This is an optimization exercise on Yosys and OpenROAD, whose aim is small area, a short achievable clock period and few clock cycles, not a production implementation.

==> module fh_tdiv, before the edit <==
module fh_tdiv (
    input  wire               clk,
    input  wire               rst,
    input  wire               start,
    input  wire signed [19:0] e,
    input  wire signed [31:0] f,
    input  wire               e_sat,
    input  wire               f_sat,
    input  wire [39:0]        per,
    input  wire [2:0]         sh3,
    input  wire [3:0]         sh4,
    input  wire [1:0]         dec_phase,
    input  wire signed [16:0] tgt,
    input  wire signed [15:0] toff,
    input  wire [19:0]        tmin,
    output reg                ready,
    output reg                done,
    output reg  signed [15:0] t,
    output reg                lowq
);
    reg        s_mul, s_div, s_fin;
    reg [2:0]  cnt;
    wire       last = (cnt == 3'd4);
    reg [39:0]  x;        
    reg [39:0]  acc;      
    reg [39:0]  p_r;      
    reg [18:0]  e_r;      
    reg [20:0]  e3_r;     
    reg [1:0]   ph_r;     
    reg [16:0]  tgt_r;
    reg [15:0]  toff_r;
    reg [19:0]  off_r;    
    reg [1:0]   m_r;
    reg         neg;
    reg         nodiv;
    reg         ovf_hi;   
    reg         ovf_r;    
    wire [6:0]  v     = 7'd62 + {4'd0, sh3} - {3'd0, sh4};    
    wire [2:0]  b     = 3'd7 - v[2:0];
    wire        f_neg = f[31];
    wire [30:0] f_mag = f[30:0] ^ {31{f_neg}};                
    wire [37:0] x_sh  = ({7'd0, f_mag} << b) | ({38{f_neg}} & ~({38{1'b1}} << b));
    wire        no_d  = e[19] | e_sat | f_sat;
    wire [7:0]  digit = x[7:0];
    wire [47:0] msum = {8'd0, acc}
                     + (digit[0] ? {8'd0, p_r}       : 48'd0)
                     + (digit[1] ? {7'd0, p_r, 1'b0} : 48'd0)
                     + (digit[2] ? {6'd0, p_r, 2'b0} : 48'd0)
                     + (digit[3] ? {5'd0, p_r, 3'b0} : 48'd0)
                     + (digit[4] ? {4'd0, p_r, 4'b0} : 48'd0)
                     + (digit[5] ? {3'd0, p_r, 5'b0} : 48'd0)
                     + (digit[6] ? {2'd0, p_r, 6'b0} : 48'd0)
                     + (digit[7] ? {1'd0, p_r, 7'b0} : 48'd0);
    reg  [18:0] r0;
    reg  [19:0] abits;
    reg         hi_nz;
    always @(*) begin
        case (m_r)
            2'd0: begin r0 = msum[26:8];  abits = {msum[7:0], x[39:28]}; hi_nz = |msum[47:27]; end
            2'd1: begin r0 = msum[34:16]; abits = {msum[15:0], x[39:36]}; hi_nz = |msum[47:35]; end
            2'd2: begin r0 = msum[42:24]; abits = msum[23:4];            hi_nz = |msum[47:43]; end
            default: begin r0 = {3'd0, msum[47:32]}; abits = msum[31:12]; hi_nz = 1'b0; end
        endcase
    end
    function [20:0] r4step;    
        input [18:0] r;
        input [1:0]  a;
        input [18:0] d;
        input [20:0] d3;
        reg   [21:0] w, d1, d2, dd3;
        begin
            w   = {1'b0, r, a};
            d1  = w - {3'b0, d};
            d2  = w - {2'b0, d, 1'b0};
            dd3 = w - {1'b0, d3};
            if (!dd3[21])     r4step = {2'd3, dd3[18:0]};
            else if (!d2[21]) r4step = {2'd2, d2[18:0]};
            else if (!d1[21]) r4step = {2'd1, d1[18:0]};
            else              r4step = {2'd0, w[18:0]};
        end
    endfunction
    wire [18:0] rem = acc[18:0];
    wire [20:0] st1 = r4step(rem,       x[39:38], e_r, e3_r);
    wire [20:0] st2 = r4step(st1[18:0], x[37:36], e_r, e3_r);
    wire [41:0] pp    = (ph_r[0] ? {2'd0, p_r} : 42'd0) + (ph_r[1] ? {1'd0, p_r, 1'b0} : 42'd0)
                      + 42'h2000000;
    wire [19:0] off   = {4'd0, pp[41:26]} + {{4{tgt_r[16]}}, tgt_r[16:1]}
                      + {{4{toff_r[15]}}, toff_r} + {19'd0, tgt_r[16] & tgt_r[0]};
    wire        le_min = ({2'b0, e_r} <= e3_r);
    wire        first  = s_mul & (cnt == 3'd0);
    wire [17:0] m     = x[18:1];
    wire        ovf   = ~nodiv & (ovf_r | x[19]);
    wire [19:0] mx    = nodiv ? 20'd0 : (neg ? ~{2'b00, m} : {2'b00, m});
    wire        cin   = ~nodiv & (neg ^ x[0]);
    wire [19:0] sum   = off_r + mx + {19'd0, cin};
    wire        s_hi  = ~sum[19] & (|sum[18:15]);
    wire        s_lo  =  sum[19] & ~(&sum[18:15]);
    always @(posedge clk) begin
        if (rst) begin
            ready <= 1'b1;
            s_mul <= 1'b0;
            s_div <= 1'b0;
            s_fin <= 1'b0;
            done  <= 1'b0;
        end else begin
            done <= s_fin;
            if (ready) begin
                if (start) begin
                    ready <= 1'b0;
                    s_mul <= 1'b1;
                end
            end
            if (first & (nodiv | le_min)) begin
                s_mul <= 1'b0;
                s_fin <= 1'b1;
            end
            if (s_mul & last) begin
                s_mul <= 1'b0;
                s_div <= 1'b1;
            end
            if (s_div & last) begin
                s_div <= 1'b0;
                s_fin <= 1'b1;
            end
            if (s_fin) begin
                s_fin <= 1'b0;
                ready <= 1'b1;
            end
        end
    end
    always @(posedge clk) begin
        if (ready | last) cnt <= 3'd0;
        else              cnt <= cnt + 3'd1;
    end
    always @(posedge clk) begin
        if (ready) begin
            x   <= {2'd0, x_sh};
            acc <= f_neg ? per : 40'd0;
        end else if (s_mul) begin
            if (last) begin
                x   <= {abits, msum[7:0], x[39:28]};
                acc <= {msum[47:27], r0};
            end else begin
                x   <= {msum[7:0], x[39:8]};
                acc <= msum[47:8];
            end
        end else begin
            x   <= {x[35:0], st1[20:19], st2[20:19]};
            acc <= {acc[39:19], st2[18:0]};
        end
    end
    always @(posedge clk) begin
        if (ready) begin
            p_r    <= per;
            e_r    <= e[18:0];
            e3_r   <= {1'b0, tmin};
            ph_r   <= dec_phase;
            tgt_r  <= tgt;
            toff_r <= toff;
            m_r    <= v[4:3] - 2'd1;
            neg    <= f_neg;
            nodiv  <= no_d;
        end
        if (first) begin
            e3_r  <= {2'd0, e_r} + {1'd0, e_r, 1'b0};
            off_r <= off;
            nodiv <= nodiv | le_min;
        end
        if (s_mul & last)
            ovf_hi <= hi_nz;
        if (s_div & (cnt == 3'd0))
            ovf_r <= ovf_hi | (rem >= e_r);
    end
    always @(posedge clk) begin
        if (ovf) begin
            t    <= neg ? -16'sd32768 : 16'sd32767;
            lowq <= 1'b1;
        end else begin
            t    <= s_hi ? 16'sd32767 : s_lo ? -16'sd32768 : sum[15:0];
            lowq <= nodiv | s_hi | s_lo;
        end
    end
endmodule
==> flow/config.mk <==
export PLATFORM = sky130hd
export DESIGN_NAME = fh_tdiv
export DESIGN_NICKNAME = fh_tdiv
export VERILOG_FILES = /design/flow/design.v
export SDC_FILE = /design/flow/constraint.sdc
export NUM_CORES = 4
export LEC_CHECK = 0
export CAP_MARGIN = 20
export CORE_MARGIN = 2
export CORE_UTILIZATION = 40
export SLEW_MARGIN = 20
==> flow/constraint.sdc <==
create_clock -name core_clock -period 22.0 [get_ports {clk}]
set_input_delay 4.4000 -clock core_clock [delete_from_list [all_inputs] [get_ports {clk}]]
set_output_delay 4.4000 -clock core_clock [all_outputs]
set_load 0.01 [all_outputs]
standard.sh (not shown) runs the stock make flow with config.mk's settings and CLKGATE_MAP_FILE= SYNTH_SCRIPT=/design/flow/synth_recipe.tcl, a recipe that flattens the netlist after the stock synthesis.
==> flow/flow/run.sh <==
#!/bin/bash
# The standard layout, with repair_timing asked for setup slack of at least
# 16 ns against the design's clock (same SDC), so that it sizes and buffers
# the critical paths instead of stopping at the 22 ns constraint.
set -euo pipefail
bash standard.sh SETUP_SLACK_MARGIN=16 finish > standard_flow.log 2>&1
Rerun with:
--- a/flow/design.v
+++ b/flow/design.v
@@ -22,7 +22,7 @@
     reg [2:0]  cnt;
     wire       last = (cnt == 3'd4);
     reg [39:0]  x;        
-    reg [39:0]  acc;      
+    reg [41:0]  acc;      
     reg [39:0]  p_r;      
     reg [18:0]  e_r;      
     reg [20:0]  e3_r;     
@@ -41,16 +41,23 @@
     wire [30:0] f_mag = f[30:0] ^ {31{f_neg}};                
     wire [37:0] x_sh  = ({7'd0, f_mag} << b) | ({38{f_neg}} & ~({38{1'b1}} << b));
     wire        no_d  = e[19] | e_sat | f_sat;
-    wire [7:0]  digit = x[7:0];
-    wire [47:0] msum = {8'd0, acc}
-                     + (digit[0] ? {8'd0, p_r}       : 48'd0)
-                     + (digit[1] ? {7'd0, p_r, 1'b0} : 48'd0)
-                     + (digit[2] ? {6'd0, p_r, 2'b0} : 48'd0)
-                     + (digit[3] ? {5'd0, p_r, 3'b0} : 48'd0)
-                     + (digit[4] ? {4'd0, p_r, 4'b0} : 48'd0)
-                     + (digit[5] ? {3'd0, p_r, 5'b0} : 48'd0)
-                     + (digit[6] ? {2'd0, p_r, 6'b0} : 48'd0)
-                     + (digit[7] ? {1'd0, p_r, 7'b0} : 48'd0);
+    reg         xl;       
+    wire [8:0]  dg = {x[7:0], xl};
+    reg  [40:0] r [0:3];
+    reg  [3:0]  ng;
+    integer     i;
+    always @(*) begin
+        for (i = 0; i < 4; i = i + 1) begin
+            ng[i] = dg[2*i+2] & ~(dg[2*i+1] & dg[2*i]);
+            r[i]  = ((dg[2*i+1] ^ dg[2*i]) ? {1'b0, p_r} :
+                     ((dg[2*i+2] ^ dg[2*i+1]) ? {p_r, 1'b0} : 41'd0)) ^ {41{ng[i]}};
+        end
+    end
+    wire [50:0] msum = {10'd0, acc[40:0]} + {9'd0, ~acc[41], 41'd0}
+                     + {10'd0, r[0]} + {8'd0, r[1], 2'd0} + {6'd0, r[2], 4'd0} + {4'd0, r[3], 6'd0}
+                     + {44'd0, ng[3], 1'b0, ng[2], 1'b0, ng[1], 1'b0, ng[0]}
+                     + {3'd0, ~ng[3], 1'b0, ~ng[2], 1'b0, ~ng[1], 1'b0, ~ng[0], 41'd0}
+                     + {10'b1110101010, 41'd0};
     reg  [18:0] r0;
     reg  [19:0] abits;
     reg         hi_nz;
@@ -135,18 +142,20 @@
     always @(posedge clk) begin
         if (ready) begin
             x   <= {2'd0, x_sh};
-            acc <= f_neg ? per : 40'd0;
+            acc <= f_neg ? {2'd0, per} : 42'd0;
+            xl  <= 1'b0;
         end else if (s_mul) begin
             if (last) begin
                 x   <= {abits, msum[7:0], x[39:28]};
-                acc <= {msum[47:27], r0};
+                acc <= {msum[49:27], r0};
             end else begin
                 x   <= {msum[7:0], x[39:8]};
-                acc <= msum[47:8];
+                acc <= msum[49:8];
+                xl  <= x[7];
             end
         end else begin
             x   <= {x[35:0], st1[20:19], st2[20:19]};
-            acc <= {acc[39:19], st2[18:0]};
+            acc <= {acc[41:19], st2[18:0]};
         end
     end
     always @(posedge clk) begin
Register-to-register slack improved by 0.16 ns. Worst hold slack got worse by 0.0053 ns. Design area came out lower by a few percent. Clock skew came out lower by 0.0088 ns. Synthesized area came out lower by a few percent. Critical path depth came out lower by 1.
Function was not checked in any run of this note: the RTL went through the layout flow alone.

==> afterwards: timing with drivers on the ports <==
In the flow no input, the clock included, has a driving cell. The finished layouts below were timed again as built, in two steps. Step 1 sets driving cells, clkbuf_16 on the clock port and buf_2 on the other inputs (assumed; they add their load-dependent delay and slew). Step 2 times the ports against the registers' clock, not the clock port: input delays grow and output delays shrink by t, the midpoint of the rising clock arrivals with the driver on. Three values: ideal ports, drivers, drivers and shift; two values: the first two.
| run | t (ns) | setup slack, ns | hold slack, ns | latest minus earliest clock arrival (ns) |
|---|---|---|---|---|
| the first run | 0.647 | 15.471 / 15.471 / 15.457 | 0.475 / 0.475 / 0.475 | 0.034 / 0.033 |
| the second run | 0.634 | 15.626 / 15.626 / 15.467 | 0.470 / 0.470 / 0.470 | 0.029 / 0.028 |
After both steps every run listed still meets setup and hold. The setup slack of the second run, which loses most, moves by 0.000 ns with the drivers and by -0.159 ns with both steps.
